Background: an optimization exercise with open tools, aiming at small area and a short achievable clock period. Do not read the settings as production practice. Function was checked by simulation only, so behaviour that the tests miss may differ from the original. Power is estimated from default activity; no workload was simulated.

==> flow/design.v <==
module xf_add_front (
    input  wire [159:0] a,
    input  wire [159:0] b,
    output wire         a_ge,     
    output wire [6:0]   n_ab,     
    output wire [6:0]   n_ba,     
    output wire         c_ab,     
    output wire         c_ba,     
    output wire [1:0]   cls,
    output wire         finite,
    output wire         sat,
    output wire         inex,
    output wire         invalid
);
    wire a_bad = (a[143:137] != 7'h00 && a[143:137] != 7'h7f) ||
                 (a[151:148] != 4'd0) || (a[159:152] != 8'd0);
    wire b_bad = (b[143:137] != 7'h00 && b[143:137] != 7'h7f) ||
                 (b[151:148] != 4'd0) || (b[159:152] != 8'd0);
    wire [1:0] a_cls = a_bad ? 2'd1 : a[145:144];
    wire [1:0] b_cls = b_bad ? 2'd1 : b[145:144];
    wire a_nan = (a_cls == 2'd1);
    wire b_nan = (b_cls == 2'd1);
    wire inf_mix = a_cls[1] & b_cls[1] & (a_cls[0] ^ b_cls[0]);
    assign finite  = (a_cls == 2'd0) & (b_cls == 2'd0);
    assign cls     = (a_nan | b_nan | inf_mix) ? 2'd1 :
                     (a_cls != 2'd0) ? a_cls : b_cls;
    assign invalid = a_bad | b_bad | (inf_mix & ~a_nan & ~b_nan);
    assign sat     = a[146] | b[146];
    assign inex    = a[147] | b[147];
    wire [9:0]  ga = a[137:128];
    wire [9:0]  gb = b[137:128];
    wire [10:0] d_ab = {ga[9], ga} - {gb[9], gb};
    wire [10:0] d_ba = {gb[9], gb} - {ga[9], ga};
    assign a_ge = ~d_ab[10];
    assign c_ab = |d_ab[9:7];
    assign c_ba = |d_ba[9:7];
    assign n_ab = d_ab[6:0] | {7{c_ab}};
    assign n_ba = d_ba[6:0] | {7{c_ba}};
endmodule
module xf_add_align (
    input  wire [127:0] va,
    input  wire [127:0] vb,
    input  wire         a_ge,
    input  wire [6:0]   n_ab,
    input  wire [6:0]   n_ba,
    input  wire         c_ab,
    input  wire         c_ba,
    input  wire [9:0]   ga,
    input  wire [9:0]   gb,
    output wire [9:0]   g,        
    output wire [127:0] big,      
    output wire [127:0] y,        
    output wire         lost
);
    assign g = a_ge ? ga : gb;
    assign big = a_ge ? va : vb;
    wire [127:0] v = a_ge ? vb : va;
    wire [6:0] n     = a_ge ? n_ab : n_ba;
    wire       clamp = a_ge ? c_ab : c_ba;
    wire [127:0] x [0:7];
    wire [7:0]   l;
    assign x[0] = v;
    assign l[0] = clamp & v[127];
    genvar k;
    generate
        for (k = 0; k < 7; k = k + 1) begin : g_st
            localparam integer S = 64 >> k;
            assign x[k+1] = n[6-k] ? {{S{x[k][127]}}, x[k][127:S]} : x[k];
            assign l[k+1] = l[k] | (n[6-k] & |x[k][S-1:0]);
        end
    endgenerate
    assign y    = x[7];
    assign lost = l[7];
endmodule
module xf_add_sum (
    input  wire [127:0] a,
    input  wire [127:0] b,
    output wire [127:0] sum,
    output wire         ovf_pos,
    output wire         ovf_neg
);
    wire c_top;
    xf_bk #(.N(128), .L(7)) u_add (.a(a), .b(b), .cin(1'b0),
                                   .s(sum), .cout(c_top));
    wire s128 = a[127] ^ b[127] ^ c_top;
    assign ovf_pos = ~s128 & sum[127];
    assign ovf_neg = s128 & ~sum[127];
endmodule
module xf_add_sat (
    input  wire [127:0] sum,
    input  wire         ovf_pos,
    input  wire         ovf_neg,
    input  wire         finite,
    output wire [127:0] v
);
    assign v = {128{finite}} &
               {sum[127] & ~ovf_pos | ovf_neg,
                (sum[126:0] | {127{ovf_pos}}) & ~{127{ovf_neg}}};
endmodule
module xf_bk #(
    parameter N = 64,
    parameter L = 6
) (
    input  wire [N-1:0] a,
    input  wire [N-1:0] b,
    input  wire         cin,
    output wire [N-1:0] s,
    output wire         cout
);
    wire [N-1:0] p = a ^ b;
    wire [N-1:0] gu [0:L];
    wire [N-1:0] pu [0:L];
    assign gu[0] = (a & b) | {{(N-1){1'b0}}, p[0] & cin};
    assign pu[0] = p;
    genvar l, i;
    generate
        for (l = 0; l < L; l = l + 1) begin : up
            for (i = 0; i < N; i = i + 1) begin : b
                if ((i + 1) % (2 << l) == 0) begin : n
                    assign gu[l+1][i] = gu[l][i] | (pu[l][i] & gu[l][i - (1 << l)]);
                    assign pu[l+1][i] = pu[l][i] & pu[l][i - (1 << l)];
                end else begin : t
                    assign gu[l+1][i] = gu[l][i];
                    assign pu[l+1][i] = pu[l][i];
                end
            end
        end
    endgenerate
    wire [N-1:0] gd [0:L];
    assign gd[L] = gu[L];
    generate
        for (l = L - 1; l >= 0; l = l - 1) begin : dn
            for (i = 0; i < N; i = i + 1) begin : b
                if ((i + 1) % (2 << l) == (1 << l) && i >= (2 << l)) begin : n
                    assign gd[l][i] = gd[l+1][i] | (pu[l][i] & gd[l+1][i - (1 << l)]);
                end else begin : t
                    assign gd[l][i] = gd[l+1][i];
                end
            end
        end
    endgenerate
    assign s    = p ^ {gd[0][N-2:0], cin};
    assign cout = gd[0][N-1];
endmodule
module xf_add (
    input  wire         clk,
    input  wire         rst,
    input  wire         in_valid,
    input  wire [159:0] in_a,
    input  wire [159:0] in_b,
    output reg          out_valid,
    output reg  [159:0] out_s,
    output reg  [2:0]   out_flags    
);
    wire         p1_a_ge;
    wire [6:0]   p1_n_ab, p1_n_ba;
    wire         p1_c_ab, p1_c_ba;
    wire [1:0]   p1_cls;
    wire         p1_finite, p1_sat, p1_inex, p1_invalid;
    xf_add_front u_front (
        .a(in_a), .b(in_b),
        .a_ge(p1_a_ge), .n_ab(p1_n_ab), .n_ba(p1_n_ba),
        .c_ab(p1_c_ab), .c_ba(p1_c_ba),
        .cls(p1_cls), .finite(p1_finite), .sat(p1_sat), .inex(p1_inex),
        .invalid(p1_invalid)
    );
    reg         r1_valid;
    reg [127:0] r1_va, r1_vb;
    reg         r1_a_ge;
    reg [6:0]   r1_n_ab, r1_n_ba;
    reg         r1_c_ab, r1_c_ba;
    reg [9:0]   r1_ga, r1_gb;
    reg [1:0]   r1_cls;
    reg         r1_finite, r1_sat, r1_inex, r1_invalid;
    always @(posedge clk) begin
        if (rst)
            r1_valid <= 1'b0;
        else
            r1_valid <= in_valid;
        r1_va      <= in_a[127:0];
        r1_vb      <= in_b[127:0];
        r1_a_ge    <= p1_a_ge;
        r1_n_ab    <= p1_n_ab;
        r1_n_ba    <= p1_n_ba;
        r1_c_ab    <= p1_c_ab;
        r1_c_ba    <= p1_c_ba;
        r1_ga      <= in_a[137:128];
        r1_gb      <= in_b[137:128];
        r1_cls     <= p1_cls;
        r1_finite  <= p1_finite;
        r1_sat     <= p1_sat;
        r1_inex    <= p1_inex;
        r1_invalid <= p1_invalid;
    end
    wire [127:0] p2_big, p2_al;
    wire [9:0]   p2_g;
    wire         p2_lost;
    xf_add_align u_align (
        .va(r1_va), .vb(r1_vb), .a_ge(r1_a_ge), .n_ab(r1_n_ab), .n_ba(r1_n_ba),
        .c_ab(r1_c_ab), .c_ba(r1_c_ba), .ga(r1_ga), .gb(r1_gb), .g(p2_g),
        .big(p2_big), .y(p2_al), .lost(p2_lost)
    );
    reg         r2_valid;
    reg [127:0] r2_big, r2_al;
    reg         r2_lost;
    reg [9:0]   r2_g;
    reg [1:0]   r2_cls;
    reg         r2_finite, r2_sat, r2_inex, r2_invalid;
    always @(posedge clk) begin
        if (rst)
            r2_valid <= 1'b0;
        else
            r2_valid <= r1_valid;
        r2_big     <= p2_big;
        r2_al      <= p2_al;
        r2_lost    <= p2_lost;
        r2_g       <= p2_g;
        r2_cls     <= r1_cls;
        r2_finite  <= r1_finite;
        r2_sat     <= r1_sat;
        r2_inex    <= r1_inex;
        r2_invalid <= r1_invalid;
    end
    wire [127:0] p3_sum, p3_v;
    wire         p3_ovf_pos, p3_ovf_neg;
    xf_add_sum u_sum (
        .a(r2_big), .b(r2_al),
        .sum(p3_sum), .ovf_pos(p3_ovf_pos), .ovf_neg(p3_ovf_neg)
    );
    xf_add_sat u_sat (
        .sum(p3_sum), .ovf_pos(p3_ovf_pos), .ovf_neg(p3_ovf_neg),
        .finite(r2_finite), .v(p3_v)
    );
    wire p3_ovf  = r2_finite & (p3_ovf_pos | p3_ovf_neg);
    wire p3_lost = r2_finite & r2_lost;
    always @(posedge clk) begin
        if (rst)
            out_valid <= 1'b0;
        else
            out_valid <= r2_valid;
        out_s     <= {12'd0, r2_inex | p3_lost, r2_sat | p3_ovf, r2_cls,
                      {6{r2_finite & r2_g[9]}}, {10{r2_finite}} & r2_g, p3_v};
        out_flags <= {r2_invalid, p3_ovf, p3_lost};
    end
endmodule
Settings: LEC_CHECK=0, CAP_MARGIN=20, CORE_MARGIN=2, CORE_UTILIZATION=55, SLEW_MARGIN=20; clock period 12.0 ns.
standard.sh (not shown) runs the stock make flow with config.mk's settings and CLKGATE_MAP_FILE= SYNTH_SCRIPT=/design/flow/synth_recipe.tcl, a recipe that flattens the netlist after the stock synthesis.
==> flow/flow/run.sh <==
#!/bin/bash
# The standard layout, with two changes: timing repair (after CTS and after
# global routing) aims for setup slack of at least 8 ns at the design's
# period, and every port still gets a buffer, but the smallest one
# (buf_1) instead of the clkdlybuf4s50_1 that buffer_ports picks by itself.
set -euo pipefail
bash standard.sh SETUP_SLACK_MARGIN=8 \
  "BUFFER_PORTS_ARGS=-buffer_cell sky130_fd_sc_hd__buf_1" \
  finish > standard_flow.log 2>&1
Rerun with:
--- a/flow/design.v
+++ b/flow/design.v
@@ -220,26 +220,46 @@
         r2_sat     <= r1_sat;
         r2_inex    <= r1_inex;
         r2_invalid <= r1_invalid;
     end
-    wire [127:0] p3_sum, p3_v;
+    wire [127:0] p3_sum;
     wire         p3_ovf_pos, p3_ovf_neg;
     xf_add_sum u_sum (
         .a(r2_big), .b(r2_al),
         .sum(p3_sum), .ovf_pos(p3_ovf_pos), .ovf_neg(p3_ovf_neg)
     );
-    xf_add_sat u_sat (
-        .sum(p3_sum), .ovf_pos(p3_ovf_pos), .ovf_neg(p3_ovf_neg),
-        .finite(r2_finite), .v(p3_v)
-    );
-    wire p3_ovf  = r2_finite & (p3_ovf_pos | p3_ovf_neg);
-    wire p3_lost = r2_finite & r2_lost;
+    reg         r3_valid;
+    reg [127:0] r3_sum;
+    reg         r3_ovf_pos, r3_ovf_neg, r3_lost;
+    reg [9:0]   r3_g;
+    reg [1:0]   r3_cls;
+    reg         r3_finite, r3_sat, r3_inex, r3_invalid;
     always @(posedge clk) begin
         if (rst)
-            out_valid <= 1'b0;
+            r3_valid <= 1'b0;
         else
-            out_valid <= r2_valid;
-        out_s     <= {12'd0, r2_inex | p3_lost, r2_sat | p3_ovf, r2_cls,
-                      {6{r2_finite & r2_g[9]}}, {10{r2_finite}} & r2_g, p3_v};
-        out_flags <= {r2_invalid, p3_ovf, p3_lost};
-    end
-endmodule
+            r3_valid <= r2_valid;
+        r3_sum     <= p3_sum;
+        r3_ovf_pos <= p3_ovf_pos;
+        r3_ovf_neg <= p3_ovf_neg;
+        r3_lost    <= r2_lost;
+        r3_g       <= r2_g;
+        r3_cls     <= r2_cls;
+        r3_finite  <= r2_finite;
+        r3_sat     <= r2_sat;
+        r3_inex    <= r2_inex;
+        r3_invalid <= r2_invalid;
+    end
+    wire [127:0] v;
+    wire         ovf  = r3_finite & (r3_ovf_pos | r3_ovf_neg);
+    wire         lost = r3_finite & r3_lost;
+    xf_add_sat u_sat (
+        .sum(r3_sum), .ovf_pos(r3_ovf_pos), .ovf_neg(r3_ovf_neg),
+        .finite(r3_finite), .v(v)
+    );
+    always @(*) begin
+        out_valid = r3_valid;
+        out_s     = {12'd0, r3_inex | lost, r3_sat | ovf, r3_cls,
+                     {6{r3_finite & r3_g[9]}}, {10{r3_finite}} & r3_g, v};
+        out_flags = {r3_invalid, ovf, lost};
+    end
+endmodule
What happened: The new run passed the timing, DRC and antenna checks; via count came out higher by 1.3%; die area hardly moves; synthesized cell count came out higher by about 5%; count of clock-buffer cells in the layout came out lower by 9; clock skew came out lower by 7.1 ps; combinational power came out lower by about 15%; worst setup slack improves by 140 ps; sequential share of layout area came out higher by 1.0 points; critical path depth is unchanged; clock power is about the same; flip-flop and latch count came out higher by 2.

==> port drivers added, routing unchanged <==
The results above use ideal ports. As a check the final layouts listed here were re-extracted and re-timed, cells and wires unchanged.
Step 1 sets driving cells, clkbuf_16 on the clock port and buf_2 on the other inputs (assumed; they add their load-dependent delay and slew).
Step 2 also shifts input and output timing later by t, the mid clock arrival at the registers, as if the neighbouring blocks saw the same clock.
Three values: no drivers, after step 1, after step 2; two values: the first two.
run	t, ns	setup slack, ns	worst data-port slew with drivers (ns)	pins driven straight from the clock port
the first run	0.692	7.588 / 7.582 / 6.890	0.08	1
the second run	0.691	7.727 / 7.674 / 7.040	0.08	1
After both steps setup and hold are still met in every run listed. The setup slack of the first run, which loses most, moves by -0.006 ns with the drivers and by -0.698 ns with both steps.
